Source: an optimization exercise on an open RTL-to-GDS flow (aim: small area, a short achievable clock period and few clock cycles per item). Production flows keep margins and buffers that such runs may drop. Function was checked by simulation only, so behaviour that the tests miss may differ from the original.

==> design/flow/design.v <==
module ldg_chain (
    input  wire         clk,
    input  wire         rst,         
    input  wire         in_valid,
    output wire         in_ready,
    input  wire [1:0]   in_op,       
    input  wire [143:0] in_data,     
    output wire         out_valid,
    input  wire         out_ready,
    output wire [255:0] out_entry    
);
    localparam [1:0] OP_APPEND  = 2'd0;
    localparam [1:0] OP_WORN    = 2'd1;
    localparam [1:0] OP_GENESIS = 2'd2;
    localparam [31:0] IV0 = 32'h6a09e667, IV1 = 32'hbb67ae85, IV2 = 32'h3c6ef372,
                      IV3 = 32'ha54ff53a, IV4 = 32'h510e527f, IV5 = 32'h9b05688c,
                      IV6 = 32'h1f83d9ab, IV7 = 32'h5be0cd19;
    function [31:0] rotr(input [31:0] x, input integer n);
        rotr = (x >> n) | (x << (32 - n));
    endfunction
    function [31:0] add_bk(input [31:0] x, input [31:0] y);
        reg [31:0] gg, pp;
        integer k, s;
        begin
            gg = x & y;
            pp = x ^ y;
            for (s = 1; s < 32; s = s * 2)
                for (k = 2*s - 1; k < 32; k = k + 2*s) begin
                    gg[k] = gg[k] | (pp[k] & gg[k-s]);
                    pp[k] = pp[k] & pp[k-s];
                end
            for (s = 8; s >= 1; s = s / 2)
                for (k = 3*s - 1; k < 32; k = k + 2*s) begin
                    gg[k] = gg[k] | (pp[k] & gg[k-s]);
                    pp[k] = pp[k] & pp[k-s];
                end
            add_bk = (x ^ y) ^ {gg[30:0], 1'b0};
        end
    endfunction
    function [63:0] csa(input [31:0] x, input [31:0] y, input [31:0] z);
        csa = {x ^ y ^ z, ((x & y) | (x & z) | (y & z)) << 1};
    endfunction
    reg         busy;        
    reg         gmode;       
    reg         wmode;       
    reg         rmode;       
    reg         pq;          
    reg  [2:0]  qph;         
    reg         pz;          
    reg         rstd;        
    reg         acc;         
    reg         ovalid;      
    reg  [5:0]  rc;          
    reg         wsel;        
    reg  [11:0] seq;         
    reg  [31:0] a, b, c, d, e, f, g;
    reg  [31:0] hkw;         
    reg  [31:0] kreg;        
    reg  [31:0] p [0:7];     
    reg  [31:0] q [8:15];    
    wire amode = ~gmode & ~wmode & ~rmode;
    wire fin   = busy & (gmode ? (rc == 6'd23) : wmode ? (rc == 6'd17) :
                         rmode ? (rc == 6'd9) : (rc == 6'd0));
    wire last  = fin & ~rst;
    wire ofree = ~ovalid | out_ready;
    wire free  = ~rst & ~busy & ~acc;
    wire idle  = free & in_valid & ofree;
    wire start_app  = idle & (in_op == OP_APPEND) & ~rstd & ~pq;
    wire start_gen  = idle & (in_op == OP_GENESIS);
    wire start_worn = idle & (in_op == OP_WORN) & ~pq;
    wire start_rest = free & pq & ofree & (qph == 3'd7) &
                      ~(in_valid & (in_op != OP_APPEND));
    wire start = start_app | start_gen | start_worn | start_rest;
    wire [5:0] rc_nxt;
    wire run   = ~rst & (busy | start);
    assign rc_nxt = start_gen ? 6'd8 : (run & ~last) ? rc + 6'd1 : 6'd1;
    wire take_acc = acc & in_valid;
    wire rot   = run & amode & (rc >= 6'd1) & (rc <= 6'd8);     
    wire shift = run & (gmode ? (rc >= 6'd16) : amode ? (rc >= 6'd15) : busy);
    wire fill  = busy & wmode & (rc >= 6'd10);
    assign in_ready  = (fin & ~rmode) | acc;
    assign out_valid = ovalid;
    assign out_entry = {4'd0, seq, p[0][15:0], p[1], p[2], p[3], p[4], p[5], p[6], p[7]};
    wire [31:0] S1  = rotr(e, 6) ^ rotr(e, 11) ^ rotr(e, 25);
    wire [31:0] S0  = rotr(a, 2) ^ rotr(a, 13) ^ rotr(a, 22);
    wire [31:0] ch  = (e & f) ^ (~e & g);
    wire [31:0] mj  = (a & b) ^ (a & c) ^ (b & c);
    wire [63:0] t1c = csa(hkw, ch, S1);
    wire [63:0] ec  = csa(t1c[63:32], t1c[31:0], d);
    wire [31:0] e_n = ec[63:32] + ec[31:0];
    wire [63:0] ac1 = csa(t1c[63:32], t1c[31:0], mj);
    wire [63:0] ac2 = csa(ac1[63:32], ac1[31:0], S0);
    wire [31:0] a_n = ac2[63:32] + ac2[31:0];
    wire [5:0]  rk = rc + 6'd1;
    wire [31:0] kz;
    wire kn39, kn40, kn41, kn42, kn43, kn44, kn45, kn46, kn47, kn48;
    wire kn49, kn50, kn51, kn52, kn53, kn54, kn55, kn56, kn57, kn58;
    wire kn59, kn60, kn61, kn62, kn63, kn64, kn65, kn66, kn67, kn68;
    wire kn69, kn70, kn71, kn72, kn74, kn75, kn76, kn77, kn78, kn79;
    wire kn80, kn81, kn82, kn83, kn84, kn85, kn86, kn87, kn88, kn89;
    wire kn90, kn91, kn92, kn93, kn94, kn95, kn96, kn97, kn98, kn99;
    wire kn100, kn101, kn102, kn103, kn104, kn105, kn106, kn107, kn108, kn109;
    wire kn110, kn111, kn112, kn113, kn114, kn116, kn117, kn118, kn119, kn120;
    wire kn121, kn122, kn123, kn124, kn125, kn126, kn127, kn128, kn129, kn130;
    wire kn131, kn132, kn133, kn134, kn135, kn136, kn137, kn138, kn140, kn141;
    wire kn142, kn143, kn144, kn145, kn146, kn147, kn148, kn149, kn150, kn151;
    wire kn152, kn153, kn154, kn155, kn156, kn157, kn158, kn159, kn160, kn161;
    wire kn162, kn163, kn164, kn165, kn166, kn167, kn168, kn169, kn170, kn171;
    wire kn173, kn174, kn175, kn176, kn177, kn178, kn179, kn180, kn181, kn182;
    wire kn183, kn184, kn185, kn186, kn187, kn188, kn189, kn190, kn191, kn192;
    wire kn193, kn194, kn196, kn197, kn198, kn199, kn200, kn201, kn202, kn203;
    wire kn204, kn205, kn206, kn207, kn208, kn209, kn210, kn211, kn212, kn214;
    wire kn215, kn216, kn217, kn218, kn219, kn220, kn221, kn222, kn223, kn224;
    wire kn225, kn226, kn227, kn228, kn229, kn230, kn231, kn232, kn233, kn234;
    wire kn235, kn236, kn237, kn238, kn239, kn241, kn242, kn243, kn244, kn245;
    wire kn246, kn247, kn248, kn249, kn250, kn251, kn252, kn253, kn254, kn255;
    wire kn256, kn257, kn259, kn260, kn261, kn262, kn263, kn264, kn265, kn266;
    wire kn267, kn268, kn269, kn270, kn271, kn272, kn273, kn274, kn275, kn276;
    wire kn277, kn278, kn279, kn280, kn281, kn282, kn283, kn284, kn286, kn287;
    wire kn288, kn289, kn290, kn291, kn292, kn293, kn294, kn295, kn296, kn297;
    wire kn298, kn299, kn300, kn301, kn302, kn303, kn304, kn305, kn306, kn308;
    wire kn309, kn310, kn311, kn312, kn313, kn314, kn315, kn316, kn317, kn318;
    wire kn319, kn320, kn321, kn322, kn323, kn324, kn325, kn326, kn327, kn328;
    wire kn329, kn330, kn331, kn333, kn334, kn335, kn336, kn337, kn338, kn339;
    wire kn340, kn341, kn342, kn343, kn344, kn345, kn346, kn347, kn348, kn349;
    wire kn350, kn351, kn353, kn354, kn355, kn356, kn357, kn358, kn359, kn360;
    wire kn361, kn362, kn363, kn364, kn365, kn366, kn367, kn368, kn369, kn371;
    wire kn372, kn373, kn374, kn375, kn376, kn377, kn378, kn379, kn380, kn381;
    wire kn382, kn383, kn384, kn385, kn386, kn387, kn389, kn390, kn391, kn392;
    wire kn393, kn394, kn395, kn396, kn397, kn398, kn399, kn400, kn401, kn402;
    wire kn403, kn404, kn406, kn407, kn408, kn409, kn410, kn411, kn412, kn413;
    wire kn414, kn415, kn416, kn417, kn418, kn419, kn420, kn421, kn422, kn424;
    wire kn425, kn426, kn427, kn428, kn429, kn430, kn431, kn432, kn433, kn434;
    wire kn436, kn437, kn438, kn439, kn440, kn441, kn442, kn443, kn444, kn445;
    wire kn447, kn448, kn449, kn450, kn451, kn452, kn453, kn454, kn455, kn456;
    wire kn457, kn458, kn459, kn460, kn461, kn462, kn463, kn464, kn465, kn467;
    wire kn468, kn469, kn470, kn471, kn472, kn473, kn474, kn475, kn476, kn477;
    wire kn478, kn479, kn480, kn481, kn482, kn483, kn485, kn486, kn487, kn488;
    wire kn489, kn490, kn491, kn492, kn493, kn494, kn495, kn496, kn497, kn498;
    wire kn499, kn501, kn502, kn503, kn504, kn505, kn506, kn507, kn508, kn509;
    wire kn510, kn511, kn512, kn513, kn515, kn516, kn517, kn518, kn519, kn520;
    wire kn521, kn522, kn523, kn524, kn525, kn526, kn527, kn528, kn529, kn530;
    wire kn532, kn533, kn534, kn535, kn536, kn537, kn538, kn539, kn540, kn541;
    wire kn542, kn543, kn545, kn546, kn547, kn548, kn549, kn550, kn551, kn552;
    wire kn553, kn554, kn555, kn556, kn557, kn558, kn560, kn561, kn562, kn563;
    wire kn564, kn565, kn566, kn567, kn569, kn570, kn571, kn572, kn573, kn574;
    wire kn575, kn576, kn577, kn578, kn579, kn580, kn581, kn583, kn584, kn585;
    wire kn586, kn587, kn588, kn589, kn590, kn591, kn592, kn593, kn594, kn596;
    wire kn597, kn598, kn599, kn600, kn601, kn602, kn603, kn604, kn605, kn606;
    wire kn607, kn608, kn610, kn611, kn612, kn613, kn614, kn615, kn616, kn617;
    wire kn618, kn619, kn621, kn622, kn623, kn624, kn625, kn626, kn627, kn628;
    wire kn629, kn630, kn631, kn633, kn634, kn635, kn636, kn637, kn638, kn639;
    wire kn640, kn641, kn642;
    assign kn39 = rk[4] & ~rk[2];
    assign kn40 = ~rk[5] & rk[1];
    assign kn41 = ~rk[3] & kn40;
    assign kn42 = ~rk[5] & ~rk[2];
    assign kn43 = ~kn41 & kn42;
    assign kn44 = ~rk[5] & ~rk[1];
    assign kn45 = ~rk[2] & ~rk[0];
    assign kn46 = kn44 & kn45;
    assign kn47 = kn43 & ~kn46;
    assign kn48 = ~rk[3] & ~rk[1];
    assign kn49 = rk[4] & rk[1];
    assign kn50 = ~rk[5] & kn49;
    assign kn51 = ~kn48 & ~kn50;
    assign kn52 = ~kn47 & kn51;
    assign kn53 = ~kn39 & ~kn52;
    assign kn54 = rk[5] & kn39;
    assign kn55 = ~rk[1] & kn54;
    assign kn56 = rk[4] & ~rk[3];
    assign kn57 = rk[1] & kn56;
    assign kn58 = ~rk[4] & ~rk[2];
    assign kn59 = rk[5] & ~rk[3];
    assign kn60 = kn58 & kn59;
    assign kn61 = ~kn57 & ~kn60;
    assign kn62 = ~kn55 & kn61;
    assign kn63 = rk[5] & rk[0];
    assign kn64 = rk[1] & kn63;
    assign kn65 = rk[3] & rk[2];
    assign kn66 = kn64 & kn65;
    assign kn67 = rk[2] & ~rk[0];
    assign kn68 = ~rk[4] & ~rk[1];
    assign kn69 = kn67 & kn68;
    assign kn70 = ~rk[5] & kn69;
    assign kn71 = ~kn66 & ~kn70;
    assign kn72 = kn62 & kn71;
    assign kz[31] = ~kn53 & kn72;
    assign kn74 = ~kn39 & ~kn45;
    assign kn75 = ~rk[2] & rk[1];
    assign kn76 = kn74 & kn75;
    assign kn77 = rk[2] & rk[1];
    assign kn78 = kn56 & kn77;
    assign kn79 = ~rk[4] & rk[2];
    assign kn80 = rk[5] & ~rk[1];
    assign kn81 = kn79 & kn80;
    assign kn82 = ~kn78 & ~kn81;
    assign kn83 = ~kn76 & kn82;
    assign kn84 = rk[3] & ~rk[0];
    assign kn85 = ~kn39 & kn44;
    assign kn86 = kn84 & kn85;
    assign kn87 = ~rk[0] & ~kn39;
    assign kn88 = ~rk[3] & kn44;
    assign kn89 = ~kn87 & kn88;
    assign kn90 = rk[5] & rk[2];
    assign kn91 = ~kn84 & kn90;
    assign kn92 = rk[5] & rk[1];
    assign kn93 = ~rk[4] & kn92;
    assign kn94 = ~kn91 & kn93;
    assign kn95 = ~kn89 & ~kn94;
    assign kn96 = ~kn86 & kn95;
    assign kn97 = kn83 & kn96;
    assign kn98 = rk[5] & rk[3];
    assign kn99 = kn39 & ~kn98;
    assign kn100 = rk[2] & rk[0];
    assign kn101 = ~rk[5] & rk[4];
    assign kn102 = ~rk[1] & kn101;
    assign kn103 = kn100 & kn102;
    assign kn104 = ~kn55 & ~kn103;
    assign kn105 = ~kn99 & ~kn104;
    assign kn106 = rk[3] & rk[0];
    assign kn107 = kn79 & kn106;
    assign kn108 = ~rk[1] & rk[0];
    assign kn109 = kn56 & kn108;
    assign kn110 = ~kn107 & ~kn109;
    assign kn111 = rk[2] & ~kn68;
    assign kn112 = ~kn110 & kn111;
    assign kn113 = ~kn92 & kn112;
    assign kn114 = ~kn105 & ~kn113;
    assign kz[30] = ~kn97 | ~kn114;
    assign kn116 = ~rk[0] & kn101;
    assign kn117 = ~kn80 & kn99;
    assign kn118 = ~kn116 & kn117;
    assign kn119 = ~rk[2] & kn89;
    assign kn120 = rk[4] & ~kn48;
    assign kn121 = ~kn75 & kn120;
    assign kn122 = kn63 & kn121;
    assign kn123 = ~kn119 & ~kn122;
    assign kn124 = ~kn118 & kn123;
    assign kn125 = rk[4] & ~rk[0];
    assign kn126 = ~rk[3] & kn125;
    assign kn127 = ~kn106 & ~kn126;
    assign kn128 = ~kn67 & kn127;
    assign kn129 = kn40 & kn128;
    assign kn130 = kn48 & kn67;
    assign kn131 = ~kn70 & ~kn130;
    assign kn132 = ~kn56 & ~kn65;
    assign kn133 = kn80 & kn132;
    assign kn134 = rk[3] & kn92;
    assign kn135 = kn67 & kn134;
    assign kn136 = ~kn133 & ~kn135;
    assign kn137 = kn131 & kn136;
    assign kn138 = ~kn129 & kn137;
    assign kz[29] = ~kn124 | ~kn138;
    assign kn140 = rk[5] & kn68;
    assign kn141 = ~rk[3] & ~rk[0];
    assign kn142 = kn44 & kn141;
    assign kn143 = ~kn140 & ~kn142;
    assign kn144 = ~rk[2] & ~kn143;
    assign kn145 = ~rk[5] & ~rk[4];
    assign kn146 = rk[2] & kn145;
    assign kn147 = kn106 & kn146;
    assign kn148 = ~kn45 & ~kn100;
    assign kn149 = kn102 & kn148;
    assign kn150 = ~kn147 & ~kn149;
    assign kn151 = ~kn144 & kn150;
    assign kn152 = rk[4] & rk[2];
    assign kn153 = ~kn40 & ~kn152;
    assign kn154 = rk[2] & kn40;
    assign kn155 = ~rk[3] & rk[0];
    assign kn156 = ~kn154 & kn155;
    assign kn157 = ~kn153 & kn156;
    assign kn158 = kn63 & kn152;
    assign kn159 = kn100 & kn145;
    assign kn160 = ~kn158 & ~kn159;
    assign kn161 = ~kn44 & ~kn92;
    assign kn162 = ~kn160 & kn161;
    assign kn163 = ~kn157 & ~kn162;
    assign kn164 = kn151 & kn163;
    assign kn165 = ~rk[4] & kn84;
    assign kn166 = ~kn98 & ~kn165;
    assign kn167 = ~kn126 & kn166;
    assign kn168 = kn87 & ~kn145;
    assign kn169 = kn167 & kn168;
    assign kn170 = kn75 & ~kn167;
    assign kn171 = ~kn169 & ~kn170;
    assign kz[28] = kn164 & kn171;
    assign kn173 = kn45 & kn92;
    assign kn174 = ~rk[4] & kn173;
    assign kn175 = ~rk[1] & ~kn42;
    assign kn176 = ~kn140 & kn175;
    assign kn177 = ~kn174 & ~kn176;
    assign kn178 = ~rk[3] & ~kn177;
    assign kn179 = ~rk[4] & kn155;
    assign kn180 = ~kn126 & ~kn179;
    assign kn181 = kn79 & kn84;
    assign kn182 = kn180 & ~kn181;
    assign kn183 = kn40 & ~kn182;
    assign kn184 = rk[3] & kn44;
    assign kn185 = ~kn106 & ~kn184;
    assign kn186 = ~kn74 & ~kn185;
    assign kn187 = ~rk[2] & ~rk[1];
    assign kn188 = rk[0] & ~kn145;
    assign kn189 = kn187 & kn188;
    assign kn190 = kn49 & kn90;
    assign kn191 = ~kn106 & kn190;
    assign kn192 = ~kn189 & ~kn191;
    assign kn193 = ~kn186 & kn192;
    assign kn194 = ~kn183 & kn193;
    assign kz[27] = kn178 | ~kn194;
    assign kn196 = ~rk[0] & kn80;
    assign kn197 = ~kn132 & kn196;
    assign kn198 = kn106 & kn187;
    assign kn199 = kn42 & kn84;
    assign kn200 = rk[4] & kn199;
    assign kn201 = ~kn198 & ~kn200;
    assign kn202 = ~kn197 & kn201;
    assign kn203 = rk[2] & kn155;
    assign kn204 = rk[4] & ~kn203;
    assign kn205 = kn44 & ~kn204;
    assign kn206 = kn58 & kn84;
    assign kn207 = ~kn145 & ~kn206;
    assign kn208 = ~kn42 & ~kn207;
    assign kn209 = ~kn91 & ~kn179;
    assign kn210 = rk[1] & ~kn209;
    assign kn211 = ~kn208 & ~kn210;
    assign kn212 = ~kn205 & kn211;
    assign kz[26] = kn202 & kn212;
    assign kn214 = ~rk[4] & kn67;
    assign kn215 = ~kn203 & ~kn214;
    assign kn216 = kn40 & ~kn215;
    assign kn217 = rk[5] & ~kn141;
    assign kn218 = ~kn108 & kn217;
    assign kn219 = rk[0] & kn184;
    assign kn220 = ~kn218 & ~kn219;
    assign kn221 = kn58 & ~kn220;
    assign kn222 = ~kn216 & ~kn221;
    assign kn223 = kn40 & kn186;
    assign kn224 = ~rk[0] & kn152;
    assign kn225 = kn92 & kn224;
    assign kn226 = rk[2] & kn84;
    assign kn227 = ~rk[5] & kn226;
    assign kn228 = ~kn109 & ~kn227;
    assign kn229 = ~kn225 & kn228;
    assign kn230 = ~rk[0] & ~kn58;
    assign kn231 = ~kn79 & kn106;
    assign kn232 = kn80 & ~kn231;
    assign kn233 = ~kn230 & kn232;
    assign kn234 = ~kn39 & ~kn100;
    assign kn235 = rk[1] & ~kn234;
    assign kn236 = ~kn180 & kn235;
    assign kn237 = ~kn233 & ~kn236;
    assign kn238 = kn229 & kn237;
    assign kn239 = ~kn223 & kn238;
    assign kz[25] = ~kn222 | ~kn239;
    assign kn241 = rk[0] & kn43;
    assign kn242 = ~rk[3] & kn92;
    assign kn243 = kn67 & kn242;
    assign kn244 = ~kn198 & ~kn243;
    assign kn245 = kn241 & kn244;
    assign kn246 = ~kn76 & ~kn130;
    assign kn247 = ~rk[5] & ~kn75;
    assign kn248 = kn141 & ~kn247;
    assign kn249 = ~rk[5] & kn179;
    assign kn250 = ~kn248 & ~kn249;
    assign kn251 = kn246 & kn250;
    assign kn252 = rk[3] & kn103;
    assign kn253 = ~rk[4] & ~kn108;
    assign kn254 = kn161 & kn253;
    assign kn255 = kn65 & kn254;
    assign kn256 = ~kn252 & ~kn255;
    assign kn257 = kn251 & kn256;
    assign kz[24] = kn245 | ~kn257;
    assign kn259 = kn65 & kn101;
    assign kn260 = ~rk[2] & kn106;
    assign kn261 = ~kn203 & ~kn260;
    assign kn262 = ~kn259 & kn261;
    assign kn263 = kn44 & ~kn262;
    assign kn264 = rk[3] & ~kn92;
    assign kn265 = rk[2] & kn264;
    assign kn266 = ~kn263 & ~kn265;
    assign kn267 = ~rk[4] & ~kn266;
    assign kn268 = ~kn64 & ~kn98;
    assign kn269 = ~kn88 & kn268;
    assign kn270 = kn39 & ~kn269;
    assign kn271 = ~kn80 & ~kn224;
    assign kn272 = ~kn45 & kn80;
    assign kn273 = ~kn271 & ~kn272;
    assign kn274 = ~kn243 & ~kn273;
    assign kn275 = ~kn270 & kn274;
    assign kn276 = kn41 & ~kn79;
    assign kn277 = ~kn118 & kn276;
    assign kn278 = rk[5] & kn109;
    assign kn279 = kn80 & kn84;
    assign kn280 = ~kn184 & ~kn279;
    assign kn281 = ~kn278 & kn280;
    assign kn282 = rk[2] & ~kn281;
    assign kn283 = ~kn277 & ~kn282;
    assign kn284 = kn275 & kn283;
    assign kz[23] = kn267 | ~kn284;
    assign kn286 = rk[0] & kn40;
    assign kn287 = ~rk[4] & kn286;
    assign kn288 = ~kn60 & ~kn287;
    assign kn289 = kn41 & kn67;
    assign kn290 = kn68 & kn84;
    assign kn291 = ~kn289 & ~kn290;
    assign kn292 = ~rk[2] & kn155;
    assign kn293 = kn68 & kn98;
    assign kn294 = ~kn196 & ~kn293;
    assign kn295 = ~kn292 & kn294;
    assign kn296 = kn291 & kn295;
    assign kn297 = kn288 & kn296;
    assign kn298 = kn90 & kn165;
    assign kn299 = ~kn252 & ~kn298;
    assign kn300 = kn152 & kn242;
    assign kn301 = kn77 & kn106;
    assign kn302 = ~rk[5] & kn301;
    assign kn303 = ~kn187 & ~kn199;
    assign kn304 = ~kn302 & kn303;
    assign kn305 = ~kn300 & kn304;
    assign kn306 = kn299 & kn305;
    assign kz[22] = kn297 & kn306;
    assign kn308 = kn84 & kn154;
    assign kn309 = ~rk[4] & kn130;
    assign kn310 = ~kn308 & ~kn309;
    assign kn311 = rk[3] & ~kn54;
    assign kn312 = ~kn49 & kn59;
    assign kn313 = kn45 & ~kn312;
    assign kn314 = ~kn311 & kn313;
    assign kn315 = ~rk[2] & kn44;
    assign kn316 = ~kn90 & ~kn315;
    assign kn317 = rk[4] & rk[3];
    assign kn318 = ~rk[0] & ~kn317;
    assign kn319 = ~kn316 & kn318;
    assign kn320 = ~kn314 & ~kn319;
    assign kn321 = kn310 & kn320;
    assign kn322 = kn80 & kn292;
    assign kn323 = ~kn106 & ~kn322;
    assign kn324 = kn68 & ~kn323;
    assign kn325 = rk[3] & kn286;
    assign kn326 = ~kn50 & ~kn325;
    assign kn327 = ~rk[2] & ~kn326;
    assign kn328 = ~kn74 & kn134;
    assign kn329 = ~kn162 & ~kn328;
    assign kn330 = ~kn327 & kn329;
    assign kn331 = ~kn324 & kn330;
    assign kz[21] = kn321 & kn331;
    assign kn333 = ~kn260 & ~kn279;
    assign kn334 = ~kn39 & ~kn333;
    assign kn335 = ~kn81 & ~kn334;
    assign kn336 = ~kn98 & ~kn335;
    assign kn337 = ~kn44 & ~kn152;
    assign kn338 = kn125 & kn337;
    assign kn339 = ~rk[4] & kn46;
    assign kn340 = ~kn338 & ~kn339;
    assign kn341 = kn44 & kn224;
    assign kn342 = kn75 & kn141;
    assign kn343 = ~kn259 & ~kn342;
    assign kn344 = ~kn341 & kn343;
    assign kn345 = kn340 & kn344;
    assign kn346 = ~kn41 & ~kn98;
    assign kn347 = kn39 & ~kn346;
    assign kn348 = kn92 & ~kn179;
    assign kn349 = ~kn204 & kn348;
    assign kn350 = ~kn347 & ~kn349;
    assign kn351 = kn345 & kn350;
    assign kz[20] = ~kn336 & kn351;
    assign kn353 = ~rk[1] & ~kn45;
    assign kn354 = ~kn45 & ~kn126;
    assign kn355 = kn40 & ~kn354;
    assign kn356 = ~kn75 & kn312;
    assign kn357 = ~kn355 & ~kn356;
    assign kn358 = ~kn353 & ~kn357;
    assign kn359 = ~kn81 & ~kn108;
    assign kn360 = ~kn84 & ~kn317;
    assign kn361 = ~kn359 & ~kn360;
    assign kn362 = ~rk[2] & ~kn106;
    assign kn363 = kn145 & kn362;
    assign kn364 = kn39 & kn63;
    assign kn365 = kn48 & kn145;
    assign kn366 = ~kn364 & ~kn365;
    assign kn367 = ~kn363 & kn366;
    assign kn368 = ~kn361 & kn367;
    assign kn369 = ~kn263 & kn368;
    assign kz[19] = ~kn358 & kn369;
    assign kn371 = ~kn214 & ~kn292;
    assign kn372 = ~rk[5] & ~kn371;
    assign kn373 = ~kn181 & ~kn272;
    assign kn374 = kn359 & ~kn373;
    assign kn375 = kn104 & ~kn374;
    assign kn376 = ~kn372 & kn375;
    assign kn377 = ~kn106 & ~kn217;
    assign kn378 = ~kn288 & kn377;
    assign kn379 = kn44 & kn100;
    assign kn380 = ~kn76 & ~kn379;
    assign kn381 = rk[3] & ~kn380;
    assign kn382 = kn92 & kn260;
    assign kn383 = kn84 & kn187;
    assign kn384 = ~kn300 & ~kn383;
    assign kn385 = ~kn382 & kn384;
    assign kn386 = ~kn381 & kn385;
    assign kn387 = ~kn378 & kn386;
    assign kz[18] = ~kn376 | ~kn387;
    assign kn389 = kn125 & ~kn187;
    assign kn390 = ~kn161 & kn389;
    assign kn391 = kn48 & kn152;
    assign kn392 = ~rk[5] & kn203;
    assign kn393 = ~kn391 & ~kn392;
    assign kn394 = ~kn390 & kn393;
    assign kn395 = ~kn198 & ~kn286;
    assign kn396 = rk[4] & ~kn395;
    assign kn397 = kn63 & kn265;
    assign kn398 = ~kn396 & ~kn397;
    assign kn399 = kn394 & kn398;
    assign kn400 = ~kn75 & ~kn339;
    assign kn401 = kn360 & ~kn400;
    assign kn402 = ~kn44 & ~kn98;
    assign kn403 = ~kn167 & kn402;
    assign kn404 = ~kn401 & ~kn403;
    assign kz[17] = kn399 & kn404;
    assign kn406 = kn140 & ~kn155;
    assign kn407 = kn326 & ~kn406;
    assign kn408 = ~kn148 & ~kn407;
    assign kn409 = rk[5] & kn198;
    assign kn410 = kn187 & ~kn377;
    assign kn411 = ~kn409 & kn410;
    assign kn412 = kn41 & kn214;
    assign kn413 = ~kn292 & ~kn317;
    assign kn414 = ~kn145 & ~kn190;
    assign kn415 = ~kn413 & ~kn414;
    assign kn416 = ~kn412 & ~kn415;
    assign kn417 = kn44 & ~kn180;
    assign kn418 = ~kn158 & ~kn230;
    assign kn419 = ~kn360 & kn418;
    assign kn420 = ~kn417 & ~kn419;
    assign kn421 = kn416 & kn420;
    assign kn422 = ~kn411 & kn421;
    assign kz[16] = kn408 | ~kn422;
    assign kn424 = ~kn196 & ~kn219;
    assign kn425 = ~kn234 & ~kn424;
    assign kn426 = ~kn243 & ~kn276;
    assign kn427 = kn49 & kn292;
    assign kn428 = kn141 & kn146;
    assign kn429 = ~kn427 & ~kn428;
    assign kn430 = kn426 & kn429;
    assign kn431 = ~kn206 & ~kn279;
    assign kn432 = ~kn225 & kn431;
    assign kn433 = ~kn112 & kn432;
    assign kn434 = kn430 & kn433;
    assign kz[15] = kn425 | ~kn434;
    assign kn436 = ~kn122 & ~kn241;
    assign kn437 = kn51 & kn248;
    assign kn438 = ~kn334 & ~kn437;
    assign kn439 = kn436 & kn438;
    assign kn440 = ~kn99 & ~kn214;
    assign kn441 = ~rk[1] & ~kn440;
    assign kn442 = ~kn287 & ~kn441;
    assign kn443 = ~kn173 & ~kn308;
    assign kn444 = rk[4] & ~kn443;
    assign kn445 = kn442 & ~kn444;
    assign kz[14] = ~kn439 | ~kn445;
    assign kn447 = ~kn84 & ~kn155;
    assign kn448 = kn49 & ~kn100;
    assign kn449 = ~kn447 & kn448;
    assign kn450 = kn40 & kn224;
    assign kn451 = ~kn148 & kn242;
    assign kn452 = ~kn450 & ~kn451;
    assign kn453 = ~kn449 & kn452;
    assign kn454 = ~kn342 & ~kn383;
    assign kn455 = ~rk[4] & ~kn454;
    assign kn456 = kn88 & kn125;
    assign kn457 = ~kn325 & ~kn456;
    assign kn458 = ~kn455 & kn457;
    assign kn459 = ~kn98 & ~kn140;
    assign kn460 = kn67 & ~kn459;
    assign kn461 = ~kn80 & ~kn107;
    assign kn462 = ~kn81 & ~kn196;
    assign kn463 = ~kn461 & kn462;
    assign kn464 = ~kn460 & ~kn463;
    assign kn465 = kn458 & kn464;
    assign kz[13] = ~kn453 | ~kn465;
    assign kn467 = kn42 & kn447;
    assign kn468 = rk[1] & kn467;
    assign kn469 = kn106 & ~kn414;
    assign kn470 = ~kn159 & ~kn287;
    assign kn471 = ~kn469 & kn470;
    assign kn472 = ~kn468 & kn471;
    assign kn473 = kn39 & kn184;
    assign kn474 = rk[5] & kn49;
    assign kn475 = ~kn473 & ~kn474;
    assign kn476 = kn362 & ~kn475;
    assign kn477 = kn152 & kn279;
    assign kn478 = ~kn161 & kn181;
    assign kn479 = kn81 & kn141;
    assign kn480 = ~kn478 & ~kn479;
    assign kn481 = ~kn477 & kn480;
    assign kn482 = ~kn381 & kn481;
    assign kn483 = ~kn476 & kn482;
    assign kz[12] = ~kn472 | ~kn483;
    assign kn485 = ~kn179 & ~kn317;
    assign kn486 = ~rk[1] & ~kn485;
    assign kn487 = kn101 & kn155;
    assign kn488 = rk[5] & ~kn127;
    assign kn489 = ~kn487 & ~kn488;
    assign kn490 = ~kn486 & kn489;
    assign kn491 = ~rk[2] & ~kn490;
    assign kn492 = ~kn84 & ~kn214;
    assign kn493 = kn40 & ~kn492;
    assign kn494 = ~kn107 & ~kn365;
    assign kn495 = ~kn379 & kn494;
    assign kn496 = rk[1] & kn226;
    assign kn497 = ~kn479 & ~kn496;
    assign kn498 = kn495 & kn497;
    assign kn499 = ~kn493 & kn498;
    assign kz[11] = ~kn491 & kn499;
    assign kn501 = kn75 & kn346;
    assign kn502 = ~kn64 & ~kn130;
    assign kn503 = kn152 & ~kn502;
    assign kn504 = ~kn397 & ~kn503;
    assign kn505 = ~kn501 & kn504;
    assign kn506 = rk[0] & kn293;
    assign kn507 = kn99 & kn108;
    assign kn508 = rk[0] & ~kn79;
    assign kn509 = kn88 & kn508;
    assign kn510 = ~kn507 & ~kn509;
    assign kn511 = ~kn506 & kn510;
    assign kn512 = ~kn236 & ~kn374;
    assign kn513 = kn511 & kn512;
    assign kz[10] = ~kn505 | ~kn513;
    assign kn515 = ~kn126 & ~kn152;
    assign kn516 = ~kn206 & kn515;
    assign kn517 = kn92 & ~kn516;
    assign kn518 = ~kn49 & ~kn68;
    assign kn519 = kn186 & ~kn518;
    assign kn520 = ~kn198 & kn310;
    assign kn521 = ~kn519 & kn520;
    assign kn522 = ~kn517 & kn521;
    assign kn523 = kn230 & kn264;
    assign kn524 = kn442 & kn523;
    assign kn525 = kn487 & kn507;
    assign kn526 = kn100 & kn232;
    assign kn527 = ~rk[3] & kn254;
    assign kn528 = ~kn526 & ~kn527;
    assign kn529 = ~kn525 & kn528;
    assign kn530 = ~kn524 & kn529;
    assign kz[9] = ~kn522 | ~kn530;
    assign kn532 = kn39 & ~kn220;
    assign kn533 = kn45 & kn68;
    assign kn534 = ~kn293 & ~kn391;
    assign kn535 = ~kn533 & kn534;
    assign kn536 = ~kn100 & kn365;
    assign kn537 = ~kn278 & ~kn536;
    assign kn538 = kn535 & kn537;
    assign kn539 = rk[0] & ~kn49;
    assign kn540 = ~kn126 & ~kn539;
    assign kn541 = kn90 & ~kn540;
    assign kn542 = ~kn216 & ~kn541;
    assign kn543 = kn538 & kn542;
    assign kz[8] = ~kn532 & kn543;
    assign kn545 = kn64 & kn317;
    assign kn546 = ~kn278 & ~kn545;
    assign kn547 = ~kn60 & ~kn154;
    assign kn548 = ~kn413 & ~kn547;
    assign kn549 = ~kn54 & ~kn85;
    assign kn550 = kn141 & ~kn549;
    assign kn551 = ~kn548 & ~kn550;
    assign kn552 = kn546 & kn551;
    assign kn553 = ~kn69 & ~kn301;
    assign kn554 = ~kn328 & kn553;
    assign kn555 = ~kn473 & ~kn506;
    assign kn556 = kn554 & kn555;
    assign kn557 = kn244 & ~kn252;
    assign kn558 = kn556 & kn557;
    assign kz[7] = kn552 & kn558;
    assign kn560 = kn69 & ~kn98;
    assign kn561 = ~kn174 & ~kn409;
    assign kn562 = ~kn560 & kn561;
    assign kn563 = ~kn116 & ~kn301;
    assign kn564 = ~kn342 & kn563;
    assign kn565 = ~kn121 & kn160;
    assign kn566 = kn564 & kn565;
    assign kn567 = kn326 & kn566;
    assign kz[6] = ~kn562 | ~kn567;
    assign kn569 = kn44 & kn362;
    assign kn570 = kn546 & ~kn569;
    assign kn571 = ~rk[2] & kn141;
    assign kn572 = ~kn92 & ~kn571;
    assign kn573 = ~kn348 & ~kn572;
    assign kn574 = ~kn141 & ~kn198;
    assign kn575 = ~kn518 & ~kn574;
    assign kn576 = ~kn573 & ~kn575;
    assign kn577 = kn570 & kn576;
    assign kn578 = ~kn39 & kn261;
    assign kn579 = kn40 & ~kn578;
    assign kn580 = kn299 & ~kn444;
    assign kn581 = ~kn579 & kn580;
    assign kz[5] = kn577 & kn581;
    assign kn583 = ~kn42 & ~kn79;
    assign kn584 = kn128 & kn583;
    assign kn585 = ~kn206 & ~kn584;
    assign kn586 = rk[1] & ~kn585;
    assign kn587 = ~kn66 & ~kn450;
    assign kn588 = ~kn159 & ~kn197;
    assign kn589 = kn84 & ~kn337;
    assign kn590 = ~kn67 & ~kn155;
    assign kn591 = kn68 & ~kn590;
    assign kn592 = ~kn589 & ~kn591;
    assign kn593 = kn588 & kn592;
    assign kn594 = kn587 & kn593;
    assign kz[4] = kn586 | ~kn594;
    assign kn596 = ~rk[4] & ~kn222;
    assign kn597 = kn79 & kn98;
    assign kn598 = ~kn196 & ~kn597;
    assign kn599 = ~kn569 & kn598;
    assign kn600 = ~kn165 & ~kn279;
    assign kn601 = ~kn599 & kn600;
    assign kn602 = ~kn101 & kn447;
    assign kn603 = ~kn572 & ~kn602;
    assign kn604 = ~kn227 & ~kn259;
    assign kn605 = ~kn249 & ~kn325;
    assign kn606 = kn604 & kn605;
    assign kn607 = ~kn603 & kn606;
    assign kn608 = ~kn601 & kn607;
    assign kz[3] = ~kn596 & kn608;
    assign kn610 = ~kn64 & ~kn116;
    assign kn611 = rk[3] & ~kn610;
    assign kn612 = rk[4] & kn203;
    assign kn613 = ~kn46 & ~kn365;
    assign kn614 = ~kn612 & kn613;
    assign kn615 = ~kn611 & kn614;
    assign kn616 = kn58 & ~kn377;
    assign kn617 = ~kn152 & kn447;
    assign kn618 = kn272 & ~kn617;
    assign kn619 = ~kn616 & ~kn618;
    assign kz[2] = kn615 & kn619;
    assign kn621 = ~kn249 & ~kn597;
    assign kn622 = kn291 & kn621;
    assign kn623 = ~kn173 & ~kn322;
    assign kn624 = kn587 & kn623;
    assign kn625 = kn622 & kn624;
    assign kn626 = ~kn196 & ~kn235;
    assign kn627 = ~rk[4] & ~kn626;
    assign kn628 = rk[1] & kn39;
    assign kn629 = ~kn467 & ~kn628;
    assign kn630 = ~kn468 & ~kn629;
    assign kn631 = ~kn627 & ~kn630;
    assign kz[1] = kn625 & kn631;
    assign kn633 = kn59 & kn214;
    assign kn634 = ~kn289 & ~kn477;
    assign kn635 = ~kn633 & kn634;
    assign kn636 = ~kn199 & ~kn487;
    assign kn637 = kn110 & kn636;
    assign kn638 = kn340 & kn637;
    assign kn639 = ~kn184 & ~kn628;
    assign kn640 = ~kn166 & ~kn639;
    assign kn641 = kn623 & ~kn640;
    assign kn642 = kn638 & kn641;
    assign kz[0] = kn635 & kn642;
    wire [31:0] p0m = p[0] & {32{~pz}};
    wire [31:0] p1m = p[1] & {32{~pz}};
    wire [31:0] wn  = wsel ? p1m : q[15];
    wire [63:0] hc  = csa(g, kreg, wn);
    wire [31:0] hkw_n = hc[63:32] + hc[31:0];
    wire [31:0] ws0 = rotr(p[1], 7) ^ rotr(p[1], 18) ^ (p[1] >> 3);
    wire [31:0] ws1 = rotr(q[14], 17) ^ rotr(q[14], 19) ^ (q[14] >> 10);
    wire [63:0] wc1 = csa(ws1, q[9], ws0);
    wire [63:0] wc2 = csa(wc1[63:32], wc1[31:0], p[0]);
    wire [31:0] wnext = wc2[63:32] + wc2[31:0];
    reg [31:0] dword;
    always @(*) begin
        case (rc[2:0])
            3'd7:    dword = {4'd0, seq, in_data[143:128]};
            3'd0:    dword = in_data[127:96];
            3'd1:    dword = rc[5] ? {4'd0, seq, in_data[143:128]} : in_data[95:64];
            3'd2:    dword = rc[5] ? in_data[127:96] : in_data[63:32];
            3'd3:    dword = rc[5] ? in_data[95:64]  : in_data[31:0];
            3'd4:    dword = in_data[63:32];
            default: dword = in_data[31:0];
        endcase
    end
    wire dtail  = (rc >= 6'd7) & (rc <= 6'd11);
    wire lateld = amode & (rc >= 6'd57) & (rc <= 6'd61);
    wire tp0 = busy & wmode & (rc <= 6'd9);                       
    wire tq8 = (busy & ((wmode & (rc >= 6'd10)) | rmode)) | (~busy & pq);   
    wire tk  = (rc >= 6'd7) & (rc <= 6'd14);
    reg [31:0] tother;
    always @(*) begin
        if (tp0)
            tother = p[0];
        else if (tq8)
            tother = q[8];
        else case (rc)
            6'd12: tother = {~gmode, 31'd0};
            6'd13: tother = 32'd0;
            6'd14: tother = {23'd0, ~gmode, ~gmode, 1'b0, ~gmode, 5'd0};    
            default: tother = dtail ? dword : 32'd0;
        endcase
    end
    wire [31:0] tail = (~tp0 & ~tq8 & ~tk & ~gmode) ? wnext : tother;
    wire last_app = last & amode;
    wire pmove = rot | shift | last_app;
    wire [31:0] p7_in = rot ? p0m : lateld ? dword : fill ? 32'hffffffff : q[8];
    wire [31:0] p0_nxt = busy ? p[1] : p0m;
    integer i;
    always @(posedge clk) begin
        if (pmove) begin
            for (i = 0; i < 4; i = i + 1)
                p[i] <= p[i+1];
            p[4] <= p[5];
            p[5] <= last_app ? a_n : p[6];
            p[6] <= last_app ? add_bk(IV1, a) : p[7];
            p[7] <= last_app ? add_bk(IV2, b) : p7_in;
        end
        for (i = 8; i < 15; i = i + 1)
            q[i] <= q[i+1];
        q[15] <= tail;
        kreg <= (run & ~last) ? kz : 32'h71374491;    
        rstd <= rst;
        if (run & ~last) begin
            a   <= a_n;
            b   <= a;
            c   <= b;
            d   <= c;
            e   <= e_n;
            f   <= e;
            g   <= f;
            hkw <= hkw_n;
        end else begin
            a   <= IV0;
            b   <= IV1;
            c   <= IV2;
            d   <= IV3;
            e   <= IV4;
            f   <= IV5;
            g   <= IV6;
            hkw <= add_bk(IV7 + 32'h428a2f98, p0_nxt);
        end
        qph <= (last & wmode) ? 3'd1 : qph + 3'd1;
        if (rst) begin
            busy   <= 1'b0;
            gmode  <= 1'b0;
            wmode  <= 1'b0;
            rmode  <= 1'b0;
            pq     <= 1'b0;
            pz     <= 1'b1;
            acc    <= 1'b0;
            ovalid <= 1'b0;
            rc     <= 6'd1;
            wsel   <= 1'b1;
            seq    <= 12'd0;
        end else begin
            rc   <= rc_nxt;
            wsel <= rc_nxt <= 6'd7;
            busy <= start | (busy & ~last);
            if (start) begin
                gmode <= start_gen;
                wmode <= start_worn;
                rmode <= start_rest;
            end else if (last) begin
                gmode <= 1'b0;
                wmode <= 1'b0;
                rmode <= 1'b0;
            end
            if (last & (amode | gmode))
                pz <= 1'b0;
            if (last & wmode)
                pq <= 1'b1;
            else if (last & (rmode | gmode))
                pq <= 1'b0;
            acc  <= idle & ((in_op == 2'd3) | ((in_op == OP_WORN) & pq));
            if (last & (amode | wmode))
                ovalid <= 1'b1;
            else if (take_acc & (in_op == OP_WORN))
                ovalid <= 1'b1;
            else if (out_ready)
                ovalid <= 1'b0;
            if (last & gmode)
                seq <= 12'd0;
            else if (ovalid & out_ready)
                seq <= seq + 12'd1;
        end
    end
endmodule
==> design/flow/flow/run.sh <==
#!/bin/bash
# Own layout flow: the standard flow (standard.sh: unchanged synthesis and
# steps, the design's clock and constraints), with two changes to how the
# layout is made:
#  - the port buffers that global placement inserts on every input and output
#    are the smallest plain buffer (buf_1) instead of the one buffer_ports
#    picks by itself (clkdlybuf4s50_1, 2.7 times the area);
#  - the timing repair aims for more setup slack than config.mk may ask for
#    (SETUP_SLACK_MARGIN), so that it sizes the round logic for a shorter
#    period. The clock period and the SDC are not changed.
# make's full output goes to flow_make.log in the work folder; each ORFS step
# also writes its own log under orfs/logs/.
set -euo pipefail
export BUFFER_PORTS_ARGS="-buffer_cell sky130_fd_sc_hd__buf_1"
margin=$(cat flow/margin.txt)
if grep -q '^export SETUP_SLACK_MARGIN' config.mk; then
  sed -i "s/^export SETUP_SLACK_MARGIN.*/export SETUP_SLACK_MARGIN = $margin/" config.mk
else
  echo "export SETUP_SLACK_MARGIN = $margin" >> config.mk
fi
cp config.mk config_used.mk
bash standard.sh finish > flow_make.log 2>&1
test -f out/final.def
==> design/flow/flow/margin.txt <==
5.45
==> design/flow/standard.sh <==
#!/bin/bash
# synth_recipe.tcl (not shown) runs the flow's synth.tcl, then flattens the netlist and writes it again
# the make line also repeats each setting of config.mk as NAME=value (left out here)
make -C /OpenROAD-flow-scripts/flow DESIGN_CONFIG=/design/flow/config.mk WORK_HOME=/design/flow/orfs CLKGATE_MAP_FILE= SYNTH_SCRIPT=/design/flow/synth_recipe.tcl "${@:-finish}"
==> design/flow/config.mk <==
export PLATFORM = sky130hd
export DESIGN_NAME = ldg_chain
export DESIGN_NICKNAME = ldg_chain
export VERILOG_FILES = /design/flow/design.v
export SDC_FILE = /design/flow/constraint.sdc
export NUM_CORES = 4
export LEC_CHECK = 0
export CAP_MARGIN = 20
export CORE_MARGIN = 2
export CORE_UTILIZATION = 55
export CTS_BUF_LIST = sky130_fd_sc_hd__clkbuf_16
export CTS_CLUSTER_DIAMETER = 80
export CTS_CLUSTER_SIZE = 20
export PLACE_DENSITY = 0.65
export SLEW_MARGIN = 20
export SETUP_SLACK_MARGIN = 5.45
==> design/flow/constraint.sdc <==
create_clock -name core_clock -period 10.0 [get_ports {clk}]
set_input_delay 2.0000 -clock core_clock [delete_from_list [all_inputs] [get_ports {clk}]]
set_output_delay 2.0000 -clock core_clock [all_outputs]
set_load 0.01 [all_outputs]
==> results.py, run 1 <==
metrics = {
    "drt": {
        "wl_um": 177000,
        "ant_nets": 0,
        "vias": 36700,
        "drc_errors": 0,
        "avgViaCountPerCell": 6.32,
        "wire_per_inst_um": 30.4,
        "drtIter0Drc": 5411,
        "drt_first_pass_iters": 9,
    },
    "grt": {
        "grt_pass1_wl_um": 248000,
        "use_met1": 0.587,
        "grt_max_degree": 102,
        "met3_usage": 0.0895,
        "use_met2": 0.619,
        "grt_pass1_vias": 34200,
        "antenna_found_initial": 6,
        "grtUsageTotal": 0.420,
        "globalRouteOverflowTotal": 0,
        "busiest_layer": "met2",
    },
    "clock_network": {
        "cts_hold_buf": 0,
        "clkLatencyLatePin_ns": 0.67,
        "cts_inserted_buffers": 51,
        "clock_sinks": 831,
        "htree_num_levels": 2,
        "cts_buffer_depth": 3,
        "cts_tree": "yes",
        "cts_root_buf": "clkbuf_16",
        "path_clk_slew_ns": 0.09,
    },
    "synthesis": {
        "synth_top_cell_by_area": "dfxtp_1",
        "ys_types": 84,
        "syn_inst": 4383,
        "synth-edff-count": 256,
        "synthFlopType": "dfxtp_1",
        "synth.area.top_cells": "dfxtp_1 26%, edfxtp_1 17%, fa_1 9.8%",
        "synth.top_cell.area_share": 0.260,
        "synth_area_um2": 44300,
        "synth-seq-area-share": 0.433,
        "yosys_register_bits": 831,
        "yosys_warnings": 3,
        "avgSynthCellArea_um2": 10.1,
        "async_flop_share": 0,
    },
    "critical_path": {
        "end_kind": "register",
        "critPathLaunchType": "register",
        "cpMostUsedCell": "fa_1",
        "cp_num_buf_inv": 2,
        "path_cells": "xor2_1, xnor2_1, fa_1, inv_1, fa_1, fa_2, ha_4, a21oi_2, o21ai_2, a2111oi_4, a21boi_4, a221oi_4, o21ai_4, a211oi_2, xor2_2, buf_6, o21ai_0",
        "crit_family": "adder cells",
        "r2r_end": "p[5][30]",
        "required_ns": 10.39,
        "r2r_slack_ns": 5.08,
        "r2r_cells": 17,
        "reg2reg_from": "e[8]",
        "max_stage_delay_ns": 0.59,
        "crit_fanout": 6,
        "crit_type": "register to register",
        "worstPathArrival_ns": 5.31,
        "cp_slowest_cell": "fa_1",
    },
    "timing": {
        "tightest_slew_ns": 1.19,
        "final_hold_viol_count": 0,
        "period_minus_slack_ns": 4.92,
        "fin_crit_sh": 0.492,
        "fin_skew_ns": 0.0400,
        "rsz0062_at_grt": "yes",
        "setup_violations": 0,
        "max_freq_ghz": 0.203,
        "hold_slack_ns": 0.316,
        "max_slew_margin": 0.200,
        "finalSetupTns_ns": 0,
        "drv_slew": 0,
    },
    "floorplan": {
        "rows": 104,
        "ios": 408,
        "die_w_um": 288,
        "core_area_um2": 80200,
        "dieArea_um2": 82900,
        "start_util": 0.553,
        "die_h_um": 288,
    },
    "final_layout": {
        "nets": 5270,
        "layout_common_cells": "534 x dfxtp_1, 401 x buf_1, 382 x nand2_1",
        "final_common_cell": "dfxtp_1",
        "fin_cells": 5814,
        "fin_util": 0.635,
        "fill_cells": 6670,
        "drive_gt1_frac": 0.124,
        "syn_to_final_growth_pct": 14.9,
    },
    "status": {
        "status": "timing/DRC/antenna clean",
    },
    "place": {
        "place_congestion": 1.03,
        "dpl.hpwl_um": 131000,
        "io_buffers": 403,
        "placed_cells_incl_taps": 5590,
    },
    "min_path": {
        "worstHoldPathType": "register to register",
        "hp-start": "q[13][26]",
        "min_to": "q[12][26]",
        "holdPathStages": 0,
    },
    "flow_run": {
        "maxCapViolCount": 0,
    },
}
==> timing repair <==
item                       in CTS  in global routing
setup endpoints to repair     462                 73
pin swaps                      77                 80
resized for setup             231                136
cloned                          3                  1
buffers inserted               92                 34
hold endpoints to repair        0                  0
==> stage by stage <==
stage / instance area [µm²] / setup slack, ns
CTS: 49900 / 5.08
global placement: 46600 / 4.18
global route: 50900 / 4.91
finish: 50900 / 5.08
detailed placement: 46600 / 4.09
floorplan: 44400 / 2.48
==> area by class of cell <==
class,count,area [µm²],share of cell area
multi-input combinational,3036,24700,0.485
sequential,831,19300,0.379
timing repair buffer,604,3320,0.0652
tap,1060,1330,0.0260
clock buffer,51,1280,0.0251
inverter,189,727,0.0143
clock inverter,35,260,0.00511
antenna,8,20.0,0.000393
==> routing by layer <==
| metal | up-vias | wire [µm] |
|---|---|---|
| met4 | 4 | 11100 |
| met1 | 17800 | 69900 |
| met3 | 521 | 20700 |
| li1 | 15900 | - |
| met5 | - | 87 |
| met2 | 2472 | 75000 |
==> how the worst max path moves through the flow <==
stage                     cells past startpoint  endpoint      from
after floorplan                               7   p[0][0]  in_op[0]
after global placement                       10  p[7][21]       rst
after detailed placement                     10  p[7][21]       rst
after CTS                                    19  p[5][27]      e[7]
after global routing                         17  p[5][30]      e[8]
final                                        17  p[5][30]      e[8]
==> worst reg2reg max path, stage by stage (launching register included) <==
cell and delay, ns:
dfxtp_4 0.41, xor2_1 0.25, xnor2_1 0.13, fa_1 0.59, inv_1 0.07, fa_1 0.47
fa_2 0.58, ha_4 0.24, a21oi_2 0.14, o21ai_2 0.09, a2111oi_4 0.38, a21boi_4 0.14
a221oi_4 0.42, o21ai_4 0.12, a211oi_2 0.27, xor2_2 0.17, buf_6 0.13, o21ai_0 0.07
==> logic make-up (layout without fill, tap and decap cells) <==
| group | after synthesis | count (layout) | synth area share |
|---|---|---|---|
| and+or+nand+nor | 1105 | 1105 | 0.120 |
| AOI/OAI and AO/OA | 1032 | 1032 | 0.151 |
| DFF | 831 | 831 | 0.433 |
| buffers and inverters | 519 | 879 | 0.0461 |
| adders and majority gates | 438 | 438 | 0.159 |
| xor gates and xnor gates | 416 | 416 | 0.0822 |
| muxes | 41 | 41 | 0.00928 |
| other | 1 | 12 | 0.0000846 |
==> synthesized netlist by cell type, types with 25 or more instances <==
master    number
a22oi_1       68
and3_1        25
nor3_1        88
a21o_1        61
o21ai_0      217
nor3b_1       29
mux2i_1       40
a31oi_1       55
xnor2_1      287
edfxtp_1     256
a31o_2        37
and2_1        90
clkbuf_1     267
a311oi_1      28
buf_1         31
dfxtp_1      575
or3_1         82
nand3_1       61
fa_1         217
a21oi_1      283
inv_1        185
nor2_1       211
maj3_1        31
a211oi_1      61
nor2b_1       56
nand2_1      386
ha_1         190
xor2_1       129
==> flip-flops by register name, summed over array words and instances (netlist names) <==
name,cells
d,32
f,32
kreg,32
wsel,1
b,32
a,32
p,256
g,32
e,32
rc,6
qph,3
acc,1
wmode,1
pz,1
q,256
c,32
rstd,1
ovalid,1
busy,1
rmode,1
gmode,1
seq,12
hkw,32
pq,1
Testbench counts, summed over its fixed seeds: cycles 24,720, items 384.
==> inputs of run 2 (changes only) <==
--- a/design/flow/config.mk
+++ b/design/flow/config.mk
@@ -5,12 +5,12 @@
 export SDC_FILE = /design/flow/constraint.sdc
 export NUM_CORES = 4
 export LEC_CHECK = 0
-export CAP_MARGIN = 20
+export CAP_MARGIN = 10
 export CORE_MARGIN = 2
 export CORE_UTILIZATION = 55
 export CTS_BUF_LIST = sky130_fd_sc_hd__clkbuf_16
 export CTS_CLUSTER_DIAMETER = 80
 export CTS_CLUSTER_SIZE = 20
 export PLACE_DENSITY = 0.65
-export SLEW_MARGIN = 20
+export SLEW_MARGIN = 10
 export SETUP_SLACK_MARGIN = 5.45
==> results.py, run 2 <==
metrics = {
    "drt": {
        "drtIter0Drc": 5310,
        "wire_per_inst_um": 30.4,
        "wl_um": 177000,
        "ant_nets": 0,
        "vias": 36600,
        "avgViaCountPerCell": 6.30,
        "drt_first_pass_iters": 6,
        "drc_errors": 0,
    },
    "timing": {
        "rsz0062_at_grt": "yes",
        "period_minus_slack_ns": 4.93,
        "max_slew_margin": 0.169,
        "max_freq_ghz": 0.203,
        "finalSetupTns_ns": 0,
        "fin_crit_sh": 0.493,
        "fin_skew_ns": 0.0380,
        "tightest_slew_ns": 1.25,
        "final_hold_viol_count": 0,
        "drv_slew": 0,
        "setup_violations": 0,
    },
    "synthesis": {
        "synthFlopType": "dfxtp_1",
        "avgSynthCellArea_um2": 10.1,
        "yosys_warnings": 3,
        "synth-seq-area-share": 0.433,
        "synthTopCellsByCount": "575 x dfxtp_1, 386 x nand2_1, 287 x xnor2_1",
        "synth_area_um2": 44300,
        "synth-edff-count": 256,
        "synth.area.top_cells": "dfxtp_1 26%, edfxtp_1 17%, fa_1 9.8%",
        "yosys_register_bits": 831,
        "async_flop_share": 0,
        "syn_inst": 4383,
        "ys_types": 84,
        "synth_top_cell_by_area": "dfxtp_1",
        "post-synth-top-count-cell": "dfxtp_1",
        "synth.top_cell.area_share": 0.260,
    },
    "grt": {
        "grtUsageTotal": 0.420,
        "grt_pass1_vias": 34200,
        "antenna_found_initial": 6,
        "grt_max_degree": 102,
        "grt_pass1_wl_um": 248000,
        "globalRouteOverflowTotal": 0,
    },
    "clock_network": {
        "cts_buffer_depth": 3,
        "clkLatencyLatePin_ns": 0.66,
        "path_clk_slew_ns": 0.09,
        "cts_root_buf": "clkbuf_16",
        "htree_num_levels": 2,
        "cts_tree": "yes",
        "cts_inserted_buffers": 51,
        "clock_sinks": 831,
    },
    "critical_path": {
        "crit_fanout": 6,
        "critPathLaunchType": "register",
        "r2r_end": "p[5][30]",
        "worstPathArrival_ns": 5.32,
        "required_ns": 10.39,
        "end_kind": "register",
        "r2r_slack_ns": 5.07,
        "r2r_cells": 17,
        "reg2reg_from": "e[8]",
        "crit_type": "register to register",
    },
    "floorplan": {
        "dieArea_um2": 82900,
        "core_area_um2": 80200,
        "rows": 104,
        "die_h_um": 288,
        "die_w_um": 288,
        "start_util": 0.553,
        "ios": 408,
    },
    "final_layout": {
        "syn_to_final_growth_pct": 14.8,
        "reg_top3": "p x256, q x256",
        "layout_common_cells": "534 x dfxtp_1, 401 x buf_1, 382 x nand2_1",
        "multi_input_area_um2": 24700,
        "drive_gt1_frac": 0.124,
        "nets": 5271,
        "fill_cells": 6670,
        "fin_area_um2": 50900,
        "final_common_cell": "dfxtp_1",
        "register_area_um2": 19300,
    },
    "min_path": {
        "min_to": "q[12][26]",
        "worstHoldPathType": "register to register",
        "hp-start": "q[13][26]",
        "holdPathStages": 0,
    },
    "place": {
        "place_congestion": 1.03,
        "io_buffers": 403,
        "dpl-instance-area_um2": 46600,
        "dpl.hpwl_um": 131000,
    },
    "status": {
        "status": "timing/DRC/antenna clean",
    },
    "flow_run": {
        "maxCapViolCount": 0,
    },
}
==> run 2: cell counts after synthesis <==
Identical to the previous run, type by type.
==> run 2: through the flow <==
stage | hold WS [ns] | std cells | util | setup WS [ns]
4_1_cts | 0.314 | 5771 | 0.623 | 5.08
3_3_place_gp | 0.310 | 5590 | 0.581 | 4.18
2_1_floorplan | 0.310 | 4386 | - | 2.48
6_report | 0.319 | 5811 | 0.635 | 5.07
5_1_grt | 0.329 | 5808 | 0.635 | 4.91
3_5_place_dp | 0.312 | 5590 | 0.581 | 4.09
==> run 2: area by class of cell <==
cell class	instances	area share
clock buffers	51	0.0251
flip-flops and latches	831	0.379
clock inverters	35	0.00511
repair buffers	605	0.0653
multi-input cells	3036	0.485
inverters	189	0.0143
diodes	4	0.000197
well taps	1060	0.0260
==> run 2: timing repair <==
item	CTS	global route
pin swaps	77	80
cloned	3	1
gates resized for setup	231	136
hold buffers	0	0
endpoints found under the setup margin	462	73
buffers inserted	92	34
==> run 2: kinds of logic after synthesis <==
logic type / count (synthesis) / synth area share
compound gates: 1032 / 0.151
xor+xnor: 416 / 0.0822
fa+ha+maj: 438 / 0.159
buf+inv: 519 / 0.0461
flops: 831 / 0.433
mux: 41 / 0.00928
other cells: 1 / 0.0000846
simple gates: 1105 / 0.120
==> run 2: metal layers <==
layer  up-vias  part of all wire  global-route usage
li1      15900                 -                   -
met5         -                 0                   0
met1     17700              0.40               0.587
met4         0             0.061               0.204
met2      2467              0.43               0.619
met3       477              0.12              0.0895
==> run 2: worst max-delay path by stage <==
stage | end | slack [ns] | start
floorplan | p[0][0] | 2.48 | in_op[0]
finish | p[5][30] | 5.07 | e[8]
global placement | p[7][21] | 4.18 | rst
CTS | p[5][27] | 5.08 | e[7]
global route | p[5][30] | 4.91 | e[8]
detailed placement | p[7][21] | 4.09 | rst
==> run 2: critical path, stage by stage (launching register included) <==
cell,delay [ns]
dfxtp_4,0.41
xor2_1,0.25
xnor2_1,0.13
fa_1,0.59
inv_1,0.07
fa_1,0.47
fa_2,0.58
ha_4,0.24
a21oi_2,0.14
o21ai_2,0.09
a2111oi_4,0.38
a21boi_4,0.14
a221oi_4,0.42
o21ai_4,0.12
a211oi_2,0.27
xor2_2,0.17
buf_6,0.13
o21ai_0,0.07

[static timing again, ports no longer ideal]
How much do the figures lean on ideal ports? The routed layouts below were timed once more, with nothing changed but the port constraints.
Step 1 assumes that a clkbuf_16 drives the clock port and a buf_2 every other input.
Step 2 moves the port delays by t, midway between the first and last clock arrival at a register: inputs arrive t later, outputs are due t later. That takes back most of the time a late clock gives input paths.
Three values: ideal, step 1, step 2; two values: the first two.
run | t (ns) | slack for setup (ns) | slew at the worst register clock pin (ns)
run 1 | 0.711 | 5.078 / 5.078 / 4.836 | 0.10 / 0.10
run 2 | 0.710 | 5.068 / 5.068 / 4.857 | 0.10 / 0.10
After both steps setup and hold are still met in every run listed. For run 1, which loses most, drivers alone change the setup slack by 0.000 ns; drivers and shift together by -0.242 ns.
